This is an optimization exercise on Yosys and OpenROAD, whose aim is small area and a short achievable clock period, not a production implementation. The RTL was checked by simulation tests, not by an equivalence proof against the original design.

Setup of job 101:
## cerxa_core
module cerxa_core (
    input  wire        clk,
    input  wire        rst,
    output wire [15:0] imem_addr,
    output wire        imem_en,
    input  wire [23:0] imem_rdata,
    output wire        dmem_re,
    output wire        dmem_we,
    output wire [17:0] dmem_addr,
    output wire [7:0]  dmem_wdata,
    input  wire [7:0]  dmem_rdata,
    output wire        io_re,
    output wire        io_we,
    output wire [15:0] io_addr,
    output wire [7:0]  io_wdata,
    input  wire [7:0]  io_rdata
);
Settings: LEC_CHECK=0, ABC_AREA=1, CAP_MARGIN=20, CORE_MARGIN=2, CORE_UTILIZATION=50, CTS_BUF_LIST=sky130_fd_sc_hd__clkbuf_8, PLACE_DENSITY=0.62, SLEW_MARGIN=20; clock period 14.0 ns.
standard.sh (not shown) runs the stock make flow with config.mk's settings and CLKGATE_MAP_FILE= SYNTH_SCRIPT=/design/flow/synth_recipe.tcl, a recipe that flattens the netlist after the stock synthesis.
==> flow/flow/run.sh <==
#!/bin/bash
set -euo pipefail
bash standard.sh BUFFER_PORTS_ARGS="-buffer_cell sky130_fd_sc_hd__buf_2" SETUP_SLACK_MARGIN=8 finish > standard_flow.log 2>&1
Job 101: full flow OK, the timing, design-rule and antenna checks passed
diff inputs: job 101 => job 102
- setting CTS_CLUSTER_SIZE to 12 for the first time
- setting CTS_CLUSTER_DIAMETER to 80 for the first time
==> flow/flow/run.sh <==
#!/bin/bash
set -euo pipefail
bash standard.sh BUFFER_PORTS_ARGS="-buffer_cell sky130_fd_sc_hd__buf_2" SETUP_SLACK_MARGIN=8.3 finish > standard_flow.log 2>&1
Results
- Looking at final-layout clock buffer total, job 102 sits 34 below job 101.
- The via count of the first global-routing pass in job 102 was higher than what job 101 gave.
- The cell area in job 102 sits 350 µm² above the value recorded for job 101.
- Cmp job 101 and job 102 / total of cells resized after clock tree synthesis / higher: job 102
- As far as clock net sink count goes, job 102 and job 101 are indistinguishable; the numbers are identical.
- Measured against each other, job 101 and job 102 differ in fraction of area in registers, the higher figure coming from job 101.
- Lower non-clock buffer count among job 101 and job 102: job 101

* * *

Starting RTL as in the previous note.
clock: 14.0 ns
lec_check: 0
abc_area: 1
cap_margin: 20
core_margin: 2
core_utilization: 50
cts_buf_list: sky130_fd_sc_hd__clkbuf_8
place_density: 0.62
slew_margin: 20
==> flow/flow/run.sh <==
#!/bin/bash
set -euo pipefail
bash standard.sh BUFFER_PORTS_ARGS="-buffer_cell sky130_fd_sc_hd__buf_2" SETUP_SLACK_MARGIN=7.5 finish > standard_flow.log 2>&1
Then changed:
==> flow/flow/run.sh (replaced) <==
#!/bin/bash
set -euo pipefail
bash standard.sh BUFFER_PORTS_ARGS="-buffer_cell sky130_fd_sc_hd__buf_2" SETUP_SLACK_MARGIN=7.7 finish > standard_flow.log 2>&1
After rerunning:
- die area stays the same
- cell area increases by 0.95%
- first-iteration DRC count came out higher by 10%
- count of clock-buffer cells in the layout falls by 10
- global-route usage grows by 0.64 points
- synthesized cell count is unchanged
Then changed:
==> flow/flow/run.sh (replaced) <==
#!/bin/bash
set -euo pipefail
bash standard.sh BUFFER_PORTS_ARGS="-buffer_cell sky130_fd_sc_hd__buf_2" SETUP_SLACK_MARGIN=7 finish > standard_flow.log 2>&1
Result: Clock skew came out lower by 0.029 ns; wire length drops by 0.99%; sequential share of layout area rose by 0.58 points; first-iteration DRC count climbs by about 9%; setup slack loses 0.44 ns; synthesized cell count stays the same; worst hold slack degrades by 0.010 ns; core utilization came out lower by 1.2 points; flip-flop and latch count stays the same.

* * *

## v4
Starting RTL as in the previous note.
export LEC_CHECK = 0
export ABC_AREA = 1
export CAP_MARGIN = 20
export CORE_MARGIN = 2
export CORE_UTILIZATION = 50
export CTS_BUF_LIST = sky130_fd_sc_hd__clkbuf_8
export CTS_CLUSTER_DIAMETER = 80
export CTS_CLUSTER_SIZE = 12
export PLACE_DENSITY = 0.62
export SLEW_MARGIN = 20
create_clock -name core_clock -period 14.0 [get_ports {clk}]
==> flow/flow/run.sh <==
#!/bin/bash
set -euo pipefail
bash standard.sh BUFFER_PORTS_ARGS="-buffer_cell sky130_fd_sc_hd__buf_2" SETUP_SLACK_MARGIN=7.7 finish > standard_flow.log 2>&1
Relative to v4, the following input files were edited for v9:
==> flow/flow/run.sh <==
#!/bin/bash
set -euo pipefail
bash standard.sh BUFFER_PORTS_ARGS="-buffer_cell sky130_fd_sc_hd__buf_2" SETUP_SLACK_MARGIN=8 finish > standard_flow.log 2>&1
==> comparison <==
- Area growth from synthesis to layout: v9 vs v4 up 2.9 points
- First-iteration DRC count: v9 > v4
- Diff v9..v4 | post-detailed-route via-to-cell ratio | negligible
- From v4 to v9 the numbers moved as follows: post-layout worst setup margin now sits higher; global-route met1 utilization moved down; clock-buffer cell count went up 2.
- Cmp v9 and v4 / path length in cells of the critical path / higher: v9
- The global-route wire length before repair of v9 was inferior to that of v4.

==> static timing again, ports no longer ideal <==
No port has a modelled driver above. Below, the same layouts with a new extraction and two added sets of constraints.
Step 1 (the two cells are an assumption about what drives the block):
set clk [get_ports {clk}]
set_driving_cell -lib_cell sky130_fd_sc_hd__clkbuf_16 $clk
set_driving_cell -lib_cell sky130_fd_sc_hd__buf_2 [delete_from_list [all_inputs] $clk]
Step 2 adds t to the input delays and takes it off the output delays; t is the mean of the earliest and latest rising clock arrival at the registers after step 1. Input paths then give back, and output paths get back, about the clock's delay inside the block.
Slacks: no drivers / after step 1 / after step 2; pairs: no drivers / after step 1.
run	t (ns)	setup WS [ns]	hold slack, ns
job 101	0.724	7.979 / 7.917 / 7.947	0.363 / 0.363 / 0.363
job 102	0.709	7.945 / 7.811 / 7.811	0.381 / 0.381 / 0.381
the first run of note 2	0.711	7.613 / 7.613 / 7.613	0.373 / 0.373 / 0.373
the second run of note 2	0.747	7.739 / 7.676 / 7.676	0.365 / 0.365 / 0.365
the third run of note 2	0.762	7.300 / 7.238 / 7.342	0.355 / 0.355 / 0.355
v4	0.694	7.707 / 7.645 / 7.645	0.360 / 0.360 / 0.360
v9	0.706	7.985 / 7.920 / 7.952	0.366 / 0.366 / 0.366
After both steps every run listed still meets setup and hold. For job 102, which loses most, drivers alone change the setup slack by -0.134 ns; drivers and shift together by -0.134 ns.
